Source: an optimization exercise on an open RTL-to-GDS flow (aim: small area, a short achievable clock period and few clock cycles per item). Production flows keep margins and buffers that such runs may drop.
Only simulation tests tie the RTL to the original design; equivalence was not proved.

[design/flow/run.sh]
#!/bin/bash
# synth_recipe.tcl (not shown) runs the flow's synth.tcl, then flattens the netlist and writes it again
# the make line also repeats each setting of config.mk as NAME=value (left out here)
make -C /OpenROAD-flow-scripts/flow DESIGN_CONFIG=/design/flow/config.mk WORK_HOME=/design/flow/orfs CLKGATE_MAP_FILE= SYNTH_SCRIPT=/design/flow/synth_recipe.tcl finish
[design/flow/config.mk]
export PLATFORM = sky130hd
export DESIGN_NAME = skive_enc
export DESIGN_NICKNAME = skive_enc
export VERILOG_FILES = /design/flow/design.v
export SDC_FILE = /design/flow/constraint.sdc
export NUM_CORES = 4
export LEC_CHECK = 0
export CAP_MARGIN = 20
export CORE_MARGIN = 2
export CORE_UTILIZATION = 40
export SLEW_MARGIN = 20
[design/flow/constraint.sdc]
create_clock -name core_clock -period 110.0 [get_ports {clk}]
set_input_delay 22.0000 -clock core_clock [delete_from_list [all_inputs] [get_ports {clk}]]
set_output_delay 22.0000 -clock core_clock [all_outputs]
set_load 0.01 [all_outputs]
[design/flow/design.v]
module skive_enc (
    input  wire        clk,
    input  wire        rst,           
    input  wire        in_valid,
    output reg         in_ready,
    input  wire [31:0] in_data,       
    input  wire [1:0]  in_fmt,        
    input  wire        in_last,       
    output reg         out_valid,
    input  wire        out_ready,
    output reg  [7:0]  out_mant,      
    output reg  [15:0] out_hdr,       
    output reg         out_last,      
    output reg         out_err        
);
    localparam [1:0] FMT_B8 = 2'd0, FMT_B6 = 2'd1;
    localparam integer EW = 26;       
    localparam integer RD = 65;       
    localparam integer RW = RD - 1;   
    localparam integer RL = RD + 1;   
    reg  [EW*RL-1:0] ring;
    wire [EW-1:0]    head = ring[EW-1:0];           
    wire [EW-1:0]    wpos = ring[EW*RW +: EW];      
    reg  [6:0]  wdel;         
    reg  [6:0]  rdel;         
    reg  [6:0]  cnt;          
    reg  [5:0]  wcnt;         
    reg  [1:0]  wfmt;
    reg         wpad;         
    wire        wr_pad  = wpad && (wdel == 7'd0) && (cnt != RL[6:0]);
    wire        wr_el   = in_valid && in_ready;
    wire        wr      = wr_pad || wr_el;
    wire [1:0]  wfmt_n  = (wcnt == 6'd0) ? in_fmt : wfmt;
    wire        wend    = (wcnt == ((wfmt_n == FMT_B8) ? 6'd31 : 6'd63));    
    wire [EW-1:0] in_ent = {in_data[31:7], |in_data[6:0]};
    wire [EW-1:0] wdata  = wpad ? {EW{1'b0}} : in_ent;
    reg         nw, nfirst, nlast;
    reg  [1:0]  nfmt;
    reg  [24:0] amax;         
    reg         anan;
    wire [24:0] w_mag   = wpos[24:0];
    wire        w_nan   = (wpos[24:17] == 8'hFF) && (wpos[16:0] != 17'd0);
    wire [24:0] max_b   = nfirst ? 25'd0 : amax;
    wire        nan_b   = nfirst ? 1'b0 : anan;
    wire [24:0] max_n   = (!w_nan && (w_mag > max_b)) ? w_mag : max_b;
    wire        nan_n   = nan_b || w_nan;
    wire [7:0]  a_e = max_n[24:17];
    wire signed [9:0] s_need = $signed({2'b00, a_e}) - 10'sd127
                             + ((max_n[16:10] == 7'h7F) ? 10'sd1 : 10'sd0);
    wire signed [9:0] s_b8   = (a_e == 8'd0)       ? -10'sd16 :
                               (s_need < -10'sd16) ? -10'sd16 :
                               (s_need >  10'sd15) ?  10'sd15 : s_need;
    wire [4:0]  a_q   = (nfmt == FMT_B6) ? 5'd31 : 5'd7;
    wire [17:0] a_sig = {1'b1, max_n[16:0]};    
    reg  [17:0] a_quo;
    reg  [5:0]  a_r;
    integer ai;
    always @* begin
        a_r = 6'd0;
        for (ai = 17; ai >= 0; ai = ai - 1) begin
            a_r = {a_r[4:0], a_sig[ai]};
            if (a_r >= {1'b0, a_q}) begin
                a_r = a_r - {1'b0, a_q};
                a_quo[ai] = 1'b1;
            end else
                a_quo[ai] = 1'b0;
        end
    end
    reg [3:0] a_lead;
    always @* begin
        if (nfmt == FMT_B6) a_lead = a_quo[13] ? 4'd13 : 4'd12;
        else                a_lead = a_quo[15] ? 4'd15 : 4'd14;
    end
    wire signed [9:0] d_exp   = $signed({6'd0, a_lead}) + $signed({2'd0, a_e}) - 10'sd129;
    wire [6:0]  d_shr   = (d_exp >= 10'sd1) ? {3'd0, a_lead} - 7'd10 : 7'd120 - {1'b0, a_e[6:0]};
    wire [4:0]  d_sh5   = (d_shr > 7'd17) ? 5'd17 : d_shr[4:0];
    wire [17:0] d_kept  = a_quo >> d_sh5;
    wire        d_lost  = (a_quo & ~({18{1'b1}} << d_sh5)) != 18'd0;
    wire        d_up    = d_lost || (a_r != 6'd0);
    wire [15:0] d_base  = (d_exp >= 10'sd1) ? {1'b0, d_exp[4:0] - 5'd1, 10'd0} : 16'd0;
    wire [15:0] d_sum   = d_base + d_kept[15:0] + {15'd0, d_up};
    reg  [15:0] d_val;
    always @* begin
        if (max_n == 25'd0)
            d_val = 16'h0000;
        else if (a_e == 8'd0)
            d_val = 16'h0001;
        else if (a_e == 8'hFF || d_exp > 10'sd30 || d_sum >= 16'h7C00)
            d_val = 16'h7BFF;
        else
            d_val = d_sum;
    end
    wire [15:0] hdr_n = (nfmt == FMT_B8) ? {8'h00, s_b8[7:0]} : d_val;
    reg  [18:0] q0, q1;       
    reg  [1:0]  qn;
    wire        hpush = nw && nlast;
    wire [18:0] hq    = {hdr_n, nfmt, nan_n};
    reg  [5:0]  rj;           
    reg  [1:0]  cfmt;
    reg         cnan;
    wire        bfirst = (rj == 6'd0);
    wire [15:0] b_hdr  = bfirst ? q0[18:3] : out_hdr;
    wire [1:0]  b_fmt  = bfirst ? q0[2:1]  : cfmt;
    wire        b_nan  = bfirst ? q0[0]    : cnan;
    wire        b_end  = (rj == ((b_fmt == FMT_B8) ? 6'd31 : 6'd63));
    wire        rd_ok  = (rdel == 7'd0) && (cnt != 7'd0) && (!bfirst || qn != 2'd0);
    wire        silent = !bfirst && cnan;
    wire        rd     = rd_ok && (silent || !out_valid || out_ready);
    wire        x_s = head[25];
    wire [7:0]  x_e = head[24:17];
    wire [15:0] x_f = head[16:1];
    wire        x_t = head[0];
    reg  [3:0]  dl;           
    integer di;
    always @* begin
        dl = 4'd0;
        for (di = 0; di < 10; di = di + 1)
            if (b_hdr[di]) dl = di[3:0];
    end
    wire        is_b8  = (b_fmt == FMT_B8);
    wire [10:0] dsig   = is_b8 ? 11'h400 :
                         (b_hdr[14:10] != 5'd0) ? {1'b1, b_hdr[9:0]} :
                         ({1'b0, b_hdr[9:0]} << (4'd10 - dl));
    wire signed [9:0] dexp = is_b8 ? $signed({{2{b_hdr[7]}}, b_hdr[7:0]}) - 10'sd6 :
                             (b_hdr[14:10] != 5'd0) ? $signed({5'd0, b_hdr[14:10]}) - 10'sd15 :
                             $signed({6'd0, dl}) - 10'sd24;
    wire [6:0]  qlim   = is_b8 ? 7'd127 : (b_fmt == FMT_B6) ? 7'd31 : 7'd7;
    wire signed [9:0] tt = $signed({2'b00, x_e}) - 10'sd127 - dexp;
    wire [17:0] nn = {1'b1, x_f[15:0], 1'b0};
    reg  [7:0]  yq;
    reg  [11:0] yr;
    integer yi;
    always @* begin
        yr = {2'b00, nn[17:8]};
        for (yi = 7; yi >= 0; yi = yi - 1) begin
            yr = {yr[10:0], nn[yi]};
            if (yr >= {1'b0, dsig}) begin
                yr = yr - {1'b0, dsig};
                yq[yi] = 1'b1;
            end else
                yq[yi] = 1'b0;
        end
    end
    wire [2:0]  zsh  = 3'd6 - tt[2:0];            
    wire [7:0]  zf   = yq >> zsh;
    wire        zlost = (yq & ~(8'hFF << zsh)) != 8'd0;
    wire        zst  = zlost || (yr != 12'd0) || x_t;
    wire [6:0]  m0   = zf[7:1];
    wire [7:0]  mr   = {1'b0, m0} + {7'd0, zf[0] & (zst | m0[0])};
    reg  [6:0]  mag;
    always @* begin
        if (x_e == 8'd0)
            mag = 7'd0;
        else if (x_e == 8'hFF || tt >= 10'sd7)
            mag = qlim;
        else if (tt <= -10'sd2)
            mag = 7'd0;
        else if (mr > {1'b0, qlim})
            mag = qlim;
        else
            mag = mr[6:0];
    end
    wire [7:0]  mant = x_s ? (8'd0 - {1'b0, mag}) : {1'b0, mag};
    wire [6:0]  cnt_n  = cnt + {6'd0, wr} - {6'd0, rd};
    wire        empty_n = (cnt_n == 7'd0);
    wire [6:0]  wdel_d = (wdel == 7'd0) ? (RL[6:0] - 7'd1) : (wdel - 7'd1);
    wire [6:0]  rdel_d = (rdel == 7'd0) ? (RL[6:0] - 7'd1) : (rdel - 7'd1);
    wire [6:0]  wdel_n = empty_n ? 7'd0 : (wr ? wdel : wdel_d);
    wire [6:0]  rdel_n = empty_n ? RD[6:0] : (rd ? rdel : rdel_d);
    wire        wpad_n = wr ? (!wend && (wpad || (wr_el && in_last))) : wpad;
    always @(posedge clk) begin
        ring <= {head, ring[EW*RL-1:EW]};
        if (wr)
            ring[EW*RW +: EW] <= wdata;
    end
    always @(posedge clk) begin
        if (nw) begin
            amax <= max_n;
            anan <= nan_n;
        end
    end
    always @(posedge clk) begin
        if (rst) begin
            wdel      <= 7'd0;
            rdel      <= RD[6:0];
            cnt       <= 7'd0;
            wcnt      <= 6'd0;
            wfmt      <= FMT_B8;
            wpad      <= 1'b0;
            in_ready  <= 1'b1;
            nw        <= 1'b0;
            nfirst    <= 1'b0;
            nlast     <= 1'b0;
            nfmt      <= FMT_B8;
            qn        <= 2'd0;
            rj        <= 6'd0;
            cfmt      <= FMT_B8;
            cnan      <= 1'b0;
            out_valid <= 1'b0;
            out_mant  <= 8'd0;
            out_hdr   <= 16'd0;
            out_last  <= 1'b0;
            out_err   <= 1'b0;
        end else begin
            cnt  <= cnt_n;
            wdel <= wdel_n;
            rdel <= rdel_n;
            wpad <= wpad_n;
            in_ready <= (wdel_n == 7'd0) && (cnt_n != RL[6:0]) && !wpad_n;
            nw <= wr;
            if (wr) begin
                wcnt   <= wend ? 6'd0 : wcnt + 6'd1;
                wfmt   <= wfmt_n;
                nfirst <= (wcnt == 6'd0);
                nlast  <= wend;
                nfmt   <= wfmt_n;
            end
            if (rd && bfirst) begin
                if (hpush) begin
                    if (qn == 2'd2) begin q0 <= q1; q1 <= hq; end
                    else q0 <= hq;
                end else begin
                    q0 <= q1;
                    qn <= qn - 2'd1;
                end
            end else if (hpush) begin
                if (qn == 2'd0) q0 <= hq;
                else q1 <= hq;
                qn <= qn + 2'd1;
            end
            if (rd) begin
                rj <= b_end ? 6'd0 : rj + 6'd1;
                if (bfirst) begin
                    cfmt <= q0[2:1];
                    cnan <= q0[0];
                end
            end
            if (rd && !silent) begin
                out_valid <= 1'b1;
                out_mant  <= b_nan ? 8'd0 : mant;
                out_hdr   <= b_nan ? 16'd0 : b_hdr;
                out_last  <= b_nan || b_end;
                out_err   <= b_nan;
            end else if (out_ready)
                out_valid <= 1'b0;
        end
    end
endmodule
==> flow_metrics.tcl <==
set metrics [dict create \
    yosysSeqAreaShare 0.700 \
    grt_util_all_layers 0.146 \
    synth.distinct_cells 110 \
    fin_worst_skew_ns 0.0597 \
    clk_latency_ns 0.81 \
    critPathMaxStageDelay_ns 0.71 \
    synth_edf_count 64 \
    post_drt_wl_per_cell_microns 15.7 \
    portBuffers 66 \
    whs_path_depth 0 \
    drive_above_1_share 0.0968 \
    slew_violations 0 \
    final_antenna_net_count 0 \
    synth_cells 4265 \
    hold_violations 0 \
    worstSetupStartpointType "register" \
    grt_pass1_vias 29300 \
    rsz0062_at_grt "false" \
    hold_class "register to register" \
    cap_violations 0 \
    start_util 0.403 \
    core_sq_um 134000 \
    ctsHoldBuffers 0 \
    synth_most_common_cell "dfxtp_1" \
    totalWireLength_microns 99800 \
    rows 134 \
    pre_cts_ws_ns 78.86 \
    cts_max_path_buffers 3 \
    avgSynthCellArea_sq_um 12.6 \
    dieArea_sq_um 138000 \
    worst_slack_ns 78.59 \
    post-synth-top-area-fraction 0.664 \
    vias 30000 \
    max_slew.worst_pin.slew_ns 1.30 \
    r2r-end "out_mant[7]" \
    fin_cells 6358 \
    crit_family "compound AO/OA/AOI/OAI gates" \
    grt_start_max_net_pins 57 \
    fin_crit_ns 31.41 \
    synth_flop_cell "dfxtp_1" \
    cts_resized 0 \
    cts.clk_slew.worst_paths_ns 0.06 \
    synth_commonest_cells "1788 x dfxtp_1, 265 x nand2_1, 263 x nor2_1" \
    slew_headroom 0.123 \
    critPathMaxFanout 24 \
    yosysTopAreaCell "dfxtp_1" \
    rrSetupSlack_ns 78.59 \
    ioPinCount 67 \
    fmax_ghz 0.0318 \
    antenna_found_initial 5 \
    path_class "register to register" \
    holdCritStartpoint "ring[1230]" \
    r2r-start "rj[0]" \
    worst_ep_arrival_time_ns 32.01 \
    numPlacedInstances 6056 \
    numCtsBuffers 164 \
    final_nets 4726 \
    n_fill_cell 11800 \
    firstDrtPassIters 5 \
    die_w_microns 371 \
    synth_area_leaders "dfxtp_1 66%, ha_1 5.2%, edfxtp_1 3.6%" \
    clock-sinks 1852 \
    synth-seq-cells 1852 \
    min_period_over_period 0.286 \
    vias_per_cell 4.72 \
    drt_iter0_drc 1830 \
    cp-end-kind "register" \
    hold_end "ring[1204]" \
    area_growth_pct 16.2 \
    finalSetupViolations 0 \
    cts_tree "done" \
    globalplace.congestion 0.865 \
    syn-num-nets 4537 \
    outcome "complete, no violations" \
    clock-root-buffer "clkbuf_16" \
    synthArstFlopShare 0 \
    drcViolationCount 0 \
    cts_htree_levels 4 \
    crit_path_top_delay_cell "xor2_1" \
    finalSetupTns_ns 0 \
    post_cts_buffers 0 \
    synth_warnings 1 \
    die_height_microns 371 \
    required_ns 110.60 \
    cp.depth 144 \
    synth.cell_area_sq_um 53900 \
    crit_buf_inv 8 \
    r2r_cells 144 \
    grt_overflow 0 \
    dp_hpwl_microns 67800 \
    cpMostUsedCell "o21ai_0" \
    grt_pass1_wl_microns 159000 \
]
[registers in the layout (all words and copies together), names as in the netlist]
| name | flops |
|---|---|
| amax | 25 |
| nfirst | 1 |
| out_mant | 8 |
| rj | 6 |
| rdel | 7 |
| out_err | 1 |
| out_last | 1 |
| qn | 2 |
| out_hdr | 16 |
| cnan | 1 |
| wdel | 7 |
| out_valid | 1 |
| in_ready | 1 |
| q0 | 19 |
| wcnt | 6 |
| nfmt | 2 |
| nw | 1 |
| nlast | 1 |
| cnt | 7 |
| cfmt | 2 |
| q1 | 19 |
| ring | 1716 |
| anan | 1 |
| wpad | 1 |
[stage by stage]
stage	util	cell area (sq um)	hold slack (ns)
floorplan	-	53900	0.310
global placement	0.424	56700	0.310
detailed placement	0.424	56700	0.312
CTS	0.469	62600	0.286
global route	0.469	62600	0.291
finish	0.469	62600	0.290
[placed cells by master, fill, tap and decap left out, types with 21 or more instances in the layout]
master / Yosys / layout
a21oi_1: 185 / 184
clkbuf_8: 0 / 39
nand4_1: 42 / 42
o31ai_1: 21 / 21
clkinv_2: 0 / 28
and2_1: 23 / 24
nand2b_1: 67 / 67
clkbuf_16: 0 / 168
mux2_2: 58 / 58
nand3_1: 62 / 62
o21ai_0: 132 / 132
clkdlybuf4s50_1: 0 / 65
a31oi_1: 25 / 24
dfxtp_1: 1788 / 1787
inv_1: 143 / 143
xor2_1: 69 / 69
nor2_1: 263 / 262
xnor2_1: 96 / 96
buf_4: 2 / 34
mux2i_1: 74 / 74
edfxtp_1: 64 / 64
clkbuf_1: 62 / 23
a21o_1: 60 / 60
nor3_1: 63 / 62
ha_1: 222 / 222
nand3b_1: 30 / 30
nor2b_1: 41 / 41
nand2_1: 265 / 265
nor4_1: 25 / 25
[area by class of cell]
type                    instances  area [sq um]  area share
flip-flops and latches       1852         37700       0.602
repair buffers                100           911      0.0145
well taps                    1768          2210      0.0353
inverters                     147           552     0.00881
diodes                          1          2.50   0.0000400
multi-input cells            2189         15300       0.245
clock buffers                 231          4830      0.0772
clock inverters                70          1060      0.0169
[cells by family after synthesis]
family | after synthesis | synth area share
muxes | 136 | 0.0272
DFF | 1852 | 0.700
AOI/OAI and AO/OA | 670 | 0.0838
and+or+nand+nor | 983 | 0.0900
other | 1 | 0.0000696
buffers and inverters | 224 | 0.0160
adders and majority gates | 233 | 0.0557
xor gates and xnor gates | 166 | 0.0271
[worst max-delay path by stage]
stage | to | startpoint | slack (ns)
2_1_floorplan | out_mant[7] | rj[0] | 80.04
3_3_place_gp | out_mant[7] | rj[0] | 79.47
3_5_place_dp | out_mant[7] | rj[0] | 78.86
4_1_cts | out_mant[7] | rj[0] | 78.67
5_1_grt | out_mant[7] | rj[0] | 75.37
6_report | out_mant[7] | rj[0] | 78.59
[metal layers]
layer  wire (microns)  vias up  global-route usage
met1            50500    14200               0.210
met5                0        -                   0
met2            41500      614               0.215
met3             4940      199              0.0294
li1                 -    15000                   -
met4             2800        0              0.0568
Testbench counts, summed over its fixed seeds: cycles 170,928, items 3,200.

[afterwards: timing with drivers on the ports]
Ports are ideal in the flow. The routed layout listed here was re-timed in OpenROAD. Step 1: set_driving_cell puts a clkbuf_16 on clk and a buf_2 on each other input, an assumption about the parent block. Step 2 also shifts input and output timing later by t, the mid clock arrival at the registers, as if the neighbouring blocks saw the same clock. Slacks: ideal / step 1 / step 2; pairs: ideal / step 1.
t (ns): 0.839
slack for setup (ns): 78.593 / 78.593 / 78.593
hold slack, ns: 0.290 / 0.290 / 0.290
slew at the worst register clock pin (ns): 0.08 / 0.08
pins driven straight from the clock port: 1
After both steps this run still meets setup and hold. For this run, drivers alone change the setup slack by 0.000 ns; drivers and shift together by 0.000 ns.
